Context: an optimization exercise on an open-source flow, tuned for small area, a short achievable clock period and few clock cycles per item. The choices shown serve that exercise and are no tape-out recipe.
In this exercise RTL edits were held to simulation tests only and were not proved equivalent to the original.

==> flow/design.v (outline; a module is shown in full before it is edited, if it fits) <==
// module st4_temporal: 4370 lines
module st4_temporal (
    input  wire        clk,
    input  wire        rst,
    input  wire        in_valid,
    output wire        in_ready,
    input  wire [19:0] in_c,         
    input  wire [23:0] in_hist,      
    input  wire [7:0]  in_tau,       
    input  wire        in_pad,       
    input  wire        in_restart,   
    input  wire        in_tnr,       
    input  wire        in_rtc,       
    input  wire        in_gap_k0,    
    input  wire [8:0]  in_amin,      
    input  wire [15:0] in_tlo,       
    input  wire [15:0] in_thi,       
    input  wire [11:0] in_kmax,      
    input  wire [17:0] in_rate,      
    output reg         out_valid,
    output reg  [19:0] out_z,        
    output reg  [23:0] out_hist,     
    output reg         out_sat,      
    output reg         out_clamp     
);
  // ...
==> flow/run.sh <==
#!/bin/bash
# synth_recipe.tcl (not shown) runs the flow's synth.tcl, then flattens the netlist and writes it again
# the make line also repeats each setting of config.mk as NAME=value (left out here)
make -C /OpenROAD-flow-scripts/flow DESIGN_CONFIG=/design/flow/config.mk WORK_HOME=/design/flow/orfs CLKGATE_MAP_FILE= SYNTH_SCRIPT=/design/flow/synth_recipe.tcl finish
==> flow/config.mk <==
export PLATFORM = sky130hd
export DESIGN_NAME = st4_temporal
export DESIGN_NICKNAME = st4_temporal
export VERILOG_FILES = /design/flow/design.v
export SDC_FILE = /design/flow/constraint.sdc
export NUM_CORES = 4
export LEC_CHECK = 0
export ABC_AREA = 1
export CAP_MARGIN = 30
export CORE_MARGIN = 2
export CORE_UTILIZATION = 55
export SLEW_MARGIN = 55
==> flow/constraint.sdc <==
create_clock -name core_clock -period 38.0 [get_ports {clk}]
set_input_delay 7.6000 -clock core_clock [delete_from_list [all_inputs] [get_ports {clk}]]
set_output_delay 7.6000 -clock core_clock [all_outputs]
set_load 0.01 [all_outputs]
==> results.sh, run 1 <==
export IMPL_yosys_area_share_simple=0.104
export IMPL_tritoncts="done"
export IMPL_hold_path_startpoint="r1_kmax[6]$_DFF_P_"
export IMPL_synth_top_area_cell="dfxtp_1"
export IMPL_hp_class="reg2reg"
export IMPL_synth_top_family_by_area="adder cells"
export IMPL_cts_buffers=81
export IMPL_insertion_delay_ps=640
export IMPL_cts_htree_levels=3
export IMPL_synth_top_area_frac=0.298
export IMPL_clk_pin_slew_ps=60
export IMPL_cts_sinks=761
export IMPL_cpMaxStageDelayCell="clkdlybuf4s50_1"
export IMPL_buffer_area_frac=0.0343
export IMPL_fin_area_um2=56900
export IMPL_mostFrequentLayoutCells="inv_1, dfxtp_1, nand2_1, ha_1, fa_1"
export IMPL_num_vias=36100
export IMPL_grt_busiest_layer="met2"
export IMPL_die_x_um=309
export IMPL_antenna_found_initial=1
export IMPL_drcViolationCount=0
export IMPL_status="no timing/DRC/antenna violations"
export IMPL_path_cells="clkdlybuf4s50_1"
export IMPL_hold_depth=0
export IMPL_cts_root_buffer="clkbuf_16"
Testbench counts, summed over its fixed seeds: cycles 32,064, items 32,000.
==> run 2, diff against run 1 <==
--- a/flow/config.mk
+++ b/flow/config.mk
@@ -6,7 +6,7 @@
 export NUM_CORES = 4
 export LEC_CHECK = 0
 export ABC_AREA = 1
-export CAP_MARGIN = 30
+export CAP_MARGIN = 20
 export CORE_MARGIN = 2
 export CORE_UTILIZATION = 55
-export SLEW_MARGIN = 55
+export SLEW_MARGIN = 20
==> results.sh, run 2 <==
export IMPL_status="no timing/DRC/antenna violations"
export IMPL_cts_htree_levels=3
export IMPL_detail_route_antenna_nets=0
export IMPL_whs_ps=308
export IMPL_antenna_found_initial=1
export IMPL_synthArstFlopShare=0
export IMPL_synth_most_common_cell="inv_1"
export IMPL_largest_register_ffs=26
export IMPL_fin_crit_ps=9100
export IMPL_grt_overflow=0
export IMPL_worstMarginPinSlew_ps=1130
export IMPL_tritoncts="done"
export IMPL_fin_tns_setup_ps=0
export IMPL_synth_area_leaders="dfxtp_1, fa_1, ha_1"
export IMPL_synth_common_cells="inv_1, dfxtp_1, nand2_1"
export IMPL_cts_hold_buf=0
export IMPL_place_inst=6884
export IMPL_drtIter0Drc=2117
export IMPL_drt_first_pass_iters=5
export IMPL_area_delta_synth_final_pct=11.1
export IMPL_routabilityCongestion=0.887
export IMPL_grt_pass1_wl_um=190000
export IMPL_antenna_cells=0
export IMPL_slew_violations=0
export IMPL_ys_warn_count=1
export IMPL_die_h_um=309
export IMPL_hp_class="reg2reg"
export IMPL_core_area_um2=91800
export IMPL_critPathBufInv=1
export IMPL_max_stage_delay_ps=530
export IMPL_track_usage=0.249
export IMPL_start_util=0.556
export IMPL_clk_path_buf_depth=3
export IMPL_fin_area_um2=56800
export IMPL_synth_cells=5609
export IMPL_startpoint_type="flip-flop"
export IMPL_boundaryPins=179
export IMPL_fp_row_count=111
export IMPL_final_common_cell="inv_1"
export IMPL_ys_seq_area_frac=0.298
export IMPL_grt_pass1_vias=36100
export IMPL_cp_required_ps=30400
export IMPL_skew_ps=33.6
export IMPL_num_vias=36100
export IMPL_final_cell_count_no_fill=7033
export IMPL_ys_ff_latch=761
export IMPL_syn_num_nets=6741
export IMPL_cts_sinks=761
export IMPL_drive_gt1_frac=0.0396
export IMPL_cts_root_buffer="clkbuf_16"
export IMPL_cts_buffers=81
export IMPL_drcViolationCount=0
export IMPL_clock_fmax_mhz=110
export IMPL_rsz0062_at_grt="false"
export IMPL_slew_headroom=0.243
export IMPL_drv_cap=0
export IMPL_mostFrequentLayoutCells="inv_1, dfxtp_1, nand2_1, ha_1, fa_1"
export IMPL_finalHoldViolCount=0
export IMPL_postCtsResizedCells=0
export IMPL_post_cts_setup_buffers=0
export IMPL_syn_area_um2=51100
export IMPL_synth_top_area_cell="dfxtp_1"
export IMPL_cp_max_fo=1
export IMPL_die_area_um2=95300
export IMPL_grt_max_degree=61
export IMPL_viasPerCell=5.13
export IMPL_wl_per_cell_um=16.5
export IMPL_synth_ff_type="dfxtp_1"
export IMPL_die_x_um=309
export IMPL_io_buffer_count=177
export IMPL_hpwl_um=92900
export IMPL_crit_family="buffers and inverters"
export IMPL_synth_top_area_frac=0.298
export IMPL_insertion_delay_ps=660
export IMPL_drt_wl_total_um=116000
export IMPL_path_cells="clkdlybuf4s50_1"
export IMPL_cpMaxStageDelayCell="clkdlybuf4s50_1"
export IMPL_setup_viol=0
export IMPL_clk_pin_slew_ps=60
export IMPL_largest_registers="r1_n x26, out_hist x24, r2_x x24"
export IMPL_placed_area_um2=53900
export IMPL_cp_arrival_ps=1500
export IMPL_largest_register="r1_n"
export IMPL_critPathCaptureType="output pin"
export IMPL_syn_area_per_cell_um2=9.10
export IMPL_synth_edf_count=0
export IMPL_period_share=0.239
export IMPL_synth_cell_types=61
export IMPL_path_class="reg2out"
export IMPL_nNetsFinal=6856
## run 2: cell counts after synthesis
Identical to the previous run, type by type.
## run 2: logic make-up (layout without fill, tap and decap cells)
group           Yosys count  count (layout)  share of synthesized area
buf+inv                1261            1442                     0.0946
simple gates           1227            1227                      0.104
fa+ha+maj              1003            1003                      0.316
compound gates          834             834                     0.0969
flops                   761             761                      0.298
xor+xnor                520             520                     0.0899
mux                       2               2                   0.000392
other cells               1               1                  0.0000734
## run 2: layout make-up
type	instances	area, um2
Sequential cell	761	15200
Tap cell	1243	1560
Clock buffer	104	2250
Multi-Input combinational cell	3587	31000
Clock inverter	45	642
Fill cell	8057	35100
Timing Repair Buffer	199	1940
Inverter	1094	4110
## run 2: worst paths after layout
check,from,end,slack [ps],cells after the start
worst max-delay path,out_sat$_SDFF_PP0_,out_sat,28900,1
worst min-delay path,r0_kon$_DFF_P_,r1_kon$_DFF_P_,310,0
worst max register to register,r5_q[5]$_DFF_P_,r6_t[20]$_SDFF_PP0_,28950,30
worst min register to register,r0_kon$_DFF_P_,r1_kon$_DFF_P_,310,0
## run 2: stage by stage
stage	utilization	setup slack [ps]
finish	0.618	28900
CTS	0.618	28840
floorplan	-	29270
global placement	0.587	28670
detailed placement	0.587	28670
global route	0.618	28280
## run 2: layer usage
layer	wire (um)	GRT usage	up-vias
li1	-	-	18100
met5	12	0	-
met4	3040	0.0739	2
met2	52100	0.399	803
met1	55400	0.354	17000
met3	5550	0.0317	155
==> run 3, diff against run 2 <==
--- a/flow/config.mk
+++ b/flow/config.mk
@@ -6,7 +6,7 @@
 export NUM_CORES = 4
 export LEC_CHECK = 0
 export ABC_AREA = 1
-export CAP_MARGIN = 20
+export CAP_MARGIN = 40
 export CORE_MARGIN = 2
 export CORE_UTILIZATION = 55
-export SLEW_MARGIN = 20
+export SLEW_MARGIN = 70
==> results.sh, run 3 <==
export IMPL_status="no timing/DRC/antenna violations"
export IMPL_postCtsResizedCells=0
export IMPL_whs_ps=307
export IMPL_num_vias=36000
export IMPL_place_ws_ps=28670
export IMPL_synth_top_area_cell="dfxtp_1"
export IMPL_routabilityCongestion=0.887
export IMPL_tritoncts="done"
export IMPL_synth_cell_types=61
export IMPL_ys_warn_count=1
export IMPL_core_area_um2=91800
export IMPL_ys_seq_area_frac=0.298
export IMPL_largest_registers="r1_n x26, out_hist x24, r2_x x24"
export IMPL_nNetsFinal=6864
export IMPL_wl_per_cell_um=16.5
export IMPL_num_fill_cells=7899
export IMPL_cts_htree_levels=3
export IMPL_syn_num_nets=6741
export IMPL_skew_ps=45.1
export IMPL_worst_slack_ps=28890
export IMPL_cts_buffers=81
export IMPL_setup_viol=0
export IMPL_syn_area_um2=51100
export IMPL_cpMaxStageDelayCell="clkdlybuf4s50_1"
export IMPL_hp_class="reg2reg"
export IMPL_synth_most_common_cell="inv_1"
export IMPL_die_x_um=309
export IMPL_final_common_cell="inv_1"
export IMPL_critPathCaptureType="output pin"
export IMPL_rsz0062_at_grt="false"
export IMPL_largest_register_ffs=26
export IMPL_fin_crit_ps=9110
export IMPL_viasPerCell=5.12
export IMPL_clk_pin_slew_ps=60
export IMPL_grt_max_degree=61
export IMPL_synth_top_family_by_area="adder cells"
export IMPL_antenna_cells=0
export IMPL_mostFrequentLayoutCells="inv_1, dfxtp_1, nand2_1, ha_1, fa_1"
export IMPL_detail_route_antenna_nets=0
export IMPL_io_buffer_count=177
export IMPL_yosys_area_share_simple=0.104
export IMPL_cp_required_ps=30400
export IMPL_critPathBufInv=1
export IMPL_cp_max_fo=1
export IMPL_die_area_um2=95300
export IMPL_finish_utilization=0.622
export IMPL_start_util=0.556
export IMPL_syn_area_per_cell_um2=9.10
export IMPL_ys_ff_latch=761
export IMPL_path_class="reg2out"
export IMPL_synth_cells=5609
export IMPL_finalHoldViolCount=0
export IMPL_synthArstFlopShare=0
export IMPL_die_h_um=309
export IMPL_drtIter0Drc=2271
export IMPL_synthAdderAreaFrac=0.316
export IMPL_startpoint_type="flip-flop"
export IMPL_fp_row_count=111
export IMPL_clock_fmax_mhz=110
export IMPL_synth_compound_area_frac=0.0969
export IMPL_muxShareOfSynthArea=0.000392
export IMPL_grt_pass1_wl_um=191000
export IMPL_cts_hold_buf=0
export IMPL_max_stage_delay_ps=530
export IMPL_post_cts_setup_buffers=0
export IMPL_fin_tns_setup_ps=0
export IMPL_largest_register="r1_n"
export IMPL_synth_top_area_frac=0.298
export IMPL_synth_ff_type="dfxtp_1"
export IMPL_crit_family="buffers and inverters"
export IMPL_hpwl_um=93000
export IMPL_cp_arrival_ps=1510
export IMPL_clk_path_buf_depth=3
export IMPL_grt_pass1_vias=35800
export IMPL_drt_wl_total_um=116000
export IMPL_antenna_found_initial=0
export IMPL_cts_root_buffer="clkbuf_16"
export IMPL_cts_sinks=761
export IMPL_synth_edf_count=0
export IMPL_track_usage=0.250
export IMPL_drcViolationCount=0
export IMPL_grt_overflow=0
export IMPL_synth_area_leaders="dfxtp_1, fa_1, ha_1"
export IMPL_synth_common_cells="inv_1, dfxtp_1, nand2_1"
export IMPL_drv_cap=0
export IMPL_period_share=0.240
export IMPL_path_cells="clkdlybuf4s50_1"
export IMPL_drive_gt1_frac=0.0557
export IMPL_boundaryPins=179
export IMPL_insertion_delay_ps=660
export IMPL_area_delta_synth_final_pct=11.8
export IMPL_slew_violations=0
export IMPL_drt_first_pass_iters=7
export IMPL_synth_xor_area_frac=0.0899
[run 3: cell counts after synthesis]
Identical to the previous run, type by type.
[run 3: cell type report]
class	instances	area [um2]	share of cell area
Multi-Input combinational cell	3587	31200	0.548
Sequential cell	761	15300	0.268
Inverter	1094	4130	0.0724
Clock buffer	103	2280	0.0400
Timing Repair Buffer	207	2000	0.0350
Tap cell	1243	1560	0.0273
Clock inverter	42	583	0.0102
[run 3: final timing paths]
| path | depth (start not counted) | endpoint | from | slack (ps) |
|---|---|---|---|---|
| setup / recovery | 1 | out_hist[3] | out_hist[3]$_DFF_P_ | 28890 |
| hold / removal | 0 | r5_c[3]$_DFF_P_ | r4_c[3]$_DFF_P_ | 310 |
| setup reg to reg | 29 | out_z[0]$_DFF_P_ | r6_k[3]$_DFF_P_ | 30210 |
| hold reg to reg | 0 | r5_c[3]$_DFF_P_ | r4_c[3]$_DFF_P_ | 310 |
[run 3: cells by family after synthesis]
| logic type | Yosys count |
|---|---|
| AOI/OAI and AO/OA | 834 |
| buffers and inverters | 1261 |
| DFF | 761 |
| muxes | 2 |
| and+or+nand+nor | 1227 |
| xor gates and xnor gates | 520 |
| adders and majority gates | 1003 |
| other | 1 |
[run 3: routing by layer]
metal,vias up,global-route usage,share of wire
li1,18100,-,-
met1,17000,0.356,0.48
met2,762,0.399,0.45
met3,160,0.0317,0.043
met4,0,0.0710,0.025
met5,-,0,0
[run 3: stage by stage]
| stage | cells | instance area [um2] |
|---|---|---|
| 4_1_cts | 7037 | 57000 |
| 5_1_grt | 7037 | 57100 |
| 6_report | 7037 | 57100 |
| 2_1_floorplan | 5609 | 51100 |
| 3_5_place_dp | 6892 | 54200 |
| 3_3_place_gp | 6884 | 53900 |

==> static timing again, ports no longer ideal <==
In the flow no input, the clock included, has a driving cell. The finished layouts below were timed again as built, in two steps. Step 1 (the two cells are an assumption about what drives the block):
set clk [get_ports {clk}]
set_driving_cell -lib_cell sky130_fd_sc_hd__clkbuf_16 $clk
set_driving_cell -lib_cell sky130_fd_sc_hd__buf_2 [delete_from_list [all_inputs] $clk]
Step 2 adds t to the input delays and takes it off the output delays; t is the mean of the earliest and latest rising clock arrival at the registers after step 1. Input paths then give back, and output paths get back, about the clock's delay inside the block. a / b / c = no drivers / after step 1 / after step 2; a / b = the first two.
| run | t, ns | setup slack, ns | clock arrival spread, ns | worst register clock-pin slew, ns | cell pins on the clock port's net |
|---|---|---|---|---|---|
| run 1 | 0.703 | 28.914 / 28.842 / 28.636 | 0.024 / 0.024 | 0.07 / 0.07 | 1 |
| run 2 | 0.712 | 28.905 / 28.833 / 28.625 | 0.034 / 0.034 | 0.07 / 0.07 | 1 |
| run 3 | 0.710 | 28.892 / 28.819 / 28.673 | 0.045 / 0.045 | 0.07 / 0.07 | 1 |
After both steps every run listed still meets setup and hold. The setup slack of run 2, which loses most, moves by -0.072 ns with the drivers and by -0.280 ns with both steps.
